What follows belongs to an exercise in optimizing a design on an open flow for small area, a short achievable clock period and few clock cycles per item; a production flow would make more cautious choices.
The RTL was checked by simulation tests, not by an equivalence proof against the original design.

## fma32
module fma32 (
    input  wire        clk,
    input  wire        rst,
    input  wire        in_valid,
    output wire        in_ready,
    input  wire [31:0] a,
    input  wire [31:0] b,
    input  wire [31:0] c,
    output reg         out_valid,
    output reg  [31:0] d
);
    assign in_ready = 1'b1;
    reg        v0;
    reg [31:0] a0, b0, c0;
    reg        ean0, ebn0, ecn0;        
    always @(posedge clk) begin
        v0   <= in_valid & ~rst;
        a0   <= a;
        b0   <= b;
        c0   <= c;
        ean0 <= |a[30:23];
        ebn0 <= |b[30:23];
        ecn0 <= |c[30:23];
    end
    wire        sa = a0[31];
    wire        sb = b0[31];
    wire        sc = c0[31];
    wire [7:0]  ea = a0[30:23];
    wire [7:0]  eb = b0[30:23];
    wire [7:0]  ec = c0[30:23];
    wire [22:0] fa = a0[22:0];
    wire [22:0] fb = b0[22:0];
    wire [22:0] fc = c0[22:0];
    wire ea_max = &ea, eb_max = &eb, ec_max = &ec;
    wire ea_nz  = ean0, eb_nz  = ebn0, ec_nz  = ecn0;
    wire fa_nz  = |fa, fb_nz  = |fb, fc_nz  = |fc;
    wire a_nan  = ea_max & fa_nz;
    wire b_nan  = eb_max & fb_nz;
    wire c_nan  = ec_max & fc_nz;
  ...
==> flow/config.mk <==
export PLATFORM = sky130hd
export DESIGN_NAME = fma32
export DESIGN_NICKNAME = fma32
export VERILOG_FILES = /design/flow/design.v
export SDC_FILE = /design/flow/constraint.sdc
export NUM_CORES = 4
export LEC_CHECK = 0
export CAP_MARGIN = 20
export CORE_MARGIN = 2
export CORE_UTILIZATION = 60
export SLEW_MARGIN = 20
export SYNTH_HIERARCHICAL = 1
export SYNTH_MINIMUM_KEEP_SIZE = 0
==> flow/constraint.sdc <==
create_clock -name core_clock -period 28.0 [get_ports {clk}]
set_input_delay 5.6000 -clock core_clock [delete_from_list [all_inputs] [get_ports {clk}]]
set_output_delay 5.6000 -clock core_clock [all_outputs]
set_load 0.01 [all_outputs]
standard.sh (not shown) runs the stock make flow with config.mk's settings and CLKGATE_MAP_FILE= SYNTH_SCRIPT=/design/flow/synth_recipe.tcl, a recipe that flattens the netlist after the stock synthesis.
==> flow/flow/run.sh <==
#!/bin/bash
# Layout: the standard flow (standard.sh: unchanged synthesis and steps),
# with two settings passed to ORFS:
#  - timing repair asked to leave 21.3 ns of setup slack at the design's
#    28 ns clock, i.e. to optimise the paths towards 6.7 ns;
#  - every port still gets its buffer, but a buf_1 instead of the 10 um2
#    clkdlybuf4s50_1 that buffer_ports picks by default.
# The SDC, clock period and I/O constraints are the standard flow's, untouched.
set -euo pipefail
bash standard.sh SETUP_SLACK_MARGIN=21.3 \
  "BUFFER_PORTS_ARGS=-buffer_cell sky130_fd_sc_hd__buf_1" \
  finish > standard_flow.log 2>&1
The baseline finished with timing, DRC and antenna clean.
Testbench counts at the start, summed over its fixed seeds: cycles 24,032, items 24,000.
Rerun with:
--- a/flow/design.v
+++ b/flow/design.v
@@ -738,75 +738,83 @@
     assign s1[76] = add_p[76] ^ (add_G6_75 | add_P6_75);
     assign s0[77] = add_p[77] ^ add_G6_76;
     assign s1[77] = add_p[77] ^ (add_G6_76 | add_P6_76);
     assign s0[78] = add_p[78] ^ add_G6_77;
     assign s1[78] = add_p[78] ^ (add_G6_77 | add_P6_77);
     assign s0[79] = add_p[79] ^ add_G6_78;
     assign s1[79] = add_p[79] ^ (add_G6_78 | add_P6_78);
     wire        neg = sub1 & s1[79];
     wire [78:0] mag = neg ? ~s0[78:0] : (sub1 ? s1[78:0] : s0[78:0]);
     wire        rs  = neg ? sc1 : sp1;
-    wire [78:0] stop = (limit1 <= 9'd78) ? (79'd1 << (7'd78 - limit1[6:0])) : 79'd0;
-    wire [78:0] lzin = mag | stop;
-    reg [6:0] lz;
+    reg [6:0] lzm;
     integer i;
     always @(*) begin
-        lz = 7'd0;
+        lzm = 7'd0;
         for (i = 0; i < 79; i = i + 1)
-            if (lzin[i]) lz = 7'd78 - i[6:0];
+            if (mag[i]) lzm = 7'd78 - i[6:0];
     end
-    wire zero = ~|mag;
-    wire [2:0]  lzc = lz[6:4];
+    wire [2:0] kz  = lzm[6:4];
+    wire [2:0] kl  = (|limit1[8:7]) ? 3'd7 : limit1[6:4];
+    wire       klt = kz < kl;
+    wire       kgt = kz > kl;
+    wire [2:0] kc  = klt ? kz : kl;
+    wire [2:0]  lzc = kc;
     reg  [39:0] m1;
     always @(*) begin
         case (lzc)
             3'd0:    m1 = mag[78:39];
             3'd1:    m1 = mag[62:23];
             3'd2:    m1 = mag[46:7];
             3'd3:    m1 = {mag[30:0], 9'd0};
             default: m1 = {mag[14:0], 25'd0};
         endcase
     end
     wire stk0 = |mag[6:0];
     wire stk1 = stk0 | (|mag[22:7]);
     wire stk2 = stk1 | (|mag[38:23]);
     wire stk  = (lzc == 3'd0) ? stk2 : (lzc == 3'd1) ? stk1 : (lzc == 3'd2) ? stk0 : 1'b0;
     reg        v2;
     reg [39:0] m2;
     reg        stk2r;
-    reg [6:0]  lz2;
+    reg [2:0]  kc2;
+    reg [3:0]  lzm2;
+    reg        klt2, kgt2;
     reg [8:0]  limit2;
-    reg        rs2, nan2, inf2, infs2, zs2, zero2;
+    reg        rs2, nan2, inf2, infs2, zs2;
     always @(posedge clk) begin
         v2     <= v1 & ~rst;
         m2     <= m1;
         stk2r  <= stk;
-        lz2    <= lz;
+        kc2    <= kc;
+        lzm2   <= lzm[3:0];
+        klt2   <= klt;
+        kgt2   <= kgt;
         limit2 <= limit1;
         rs2    <= rs;
         nan2   <= nan1;
         inf2   <= inf1;
         infs2  <= infs1;
         zs2    <= zs1;
-        zero2  <= zero;
     end
-    wire [3:0]  lzf2   = lz2[3:0];
+    wire [3:0]  lzl    = limit2[3:0];
+    wire [3:0]  lzf2   = klt2 ? lzm2 : kgt2 ? lzl : ((lzm2 < lzl) ? lzm2 : lzl);
     wire [39:0] tn     = m2 << lzf2;
     wire [23:0] sig    = tn[39:16];
     wire        guard  = tn[15];
     wire [14:0] smask  = ~({15{1'b1}} << (4'd15 - lzf2));
     wire        sticky = stk2r | (|(m2[14:0] & smask));
     wire        rnd_up = guard & (sticky | sig[0]);
     wire [24:0] sig_r  = {1'b0, sig} + {24'd0, rnd_up};
-    wire [8:0]  em1 = limit2 - {2'b00, lz2};
+    wire [8:0]  em1 = limit2 - {2'b00, kc2, lzf2};
     wire [9:0]  ex  = {1'b0, em1} + {8'd0, sig_r[24:23]};
     wire        ovf = ex >= 10'd255;
+    wire zero2 = ~(|m2) & ~stk2r;
     reg [31:0] result;
     always @(*) begin
         if (nan2)
             result = 32'h7FC00000;
         else if (inf2)
             result = {infs2, 8'hFF, 23'd0};
         else if (zero2)
             result = {zs2, 31'd0};
         else if (ovf)
             result = {rs2, 8'hFF, 23'd0};
The changed run passed the timing, DRC and antenna checks.
Via count is lower by 7.1%.
Routed wire length is lower by 14%.
Sequential cell count is higher by 1.
Core utilization is higher by 2.0 points.
Clock skew is lower by 34 ps.
Count of clock-buffer cells in the layout is lower by 1.
Testbench counts after the change, summed over its fixed seeds: cycles 24,032, items 24,000.

static timing again, ports no longer ideal:
The flow's constraints put no driver on any port. The routed layouts listed below were extracted and timed again, unchanged, in two steps.
Step 1: set_driving_cell puts a clkbuf_16 on clk and a buf_2 on each other input, an assumption about the parent block.
Step 2 moves the port delays by t, midway between the first and last clock arrival at a register: inputs arrive t later, outputs are due t later. That takes back most of the time a late clock gives input paths.
Three values: ideal, step 1, step 2; two values: the first two.
run	t, ns	setup WS [ns]	worst register clock-pin slew, ns
the first run	0.686	21.331 / 21.262 / 21.432	0.07 / 0.07
the second run	0.635	21.347 / 21.279 / 21.372	0.07 / 0.07
After both steps setup and hold are still met in every run listed.
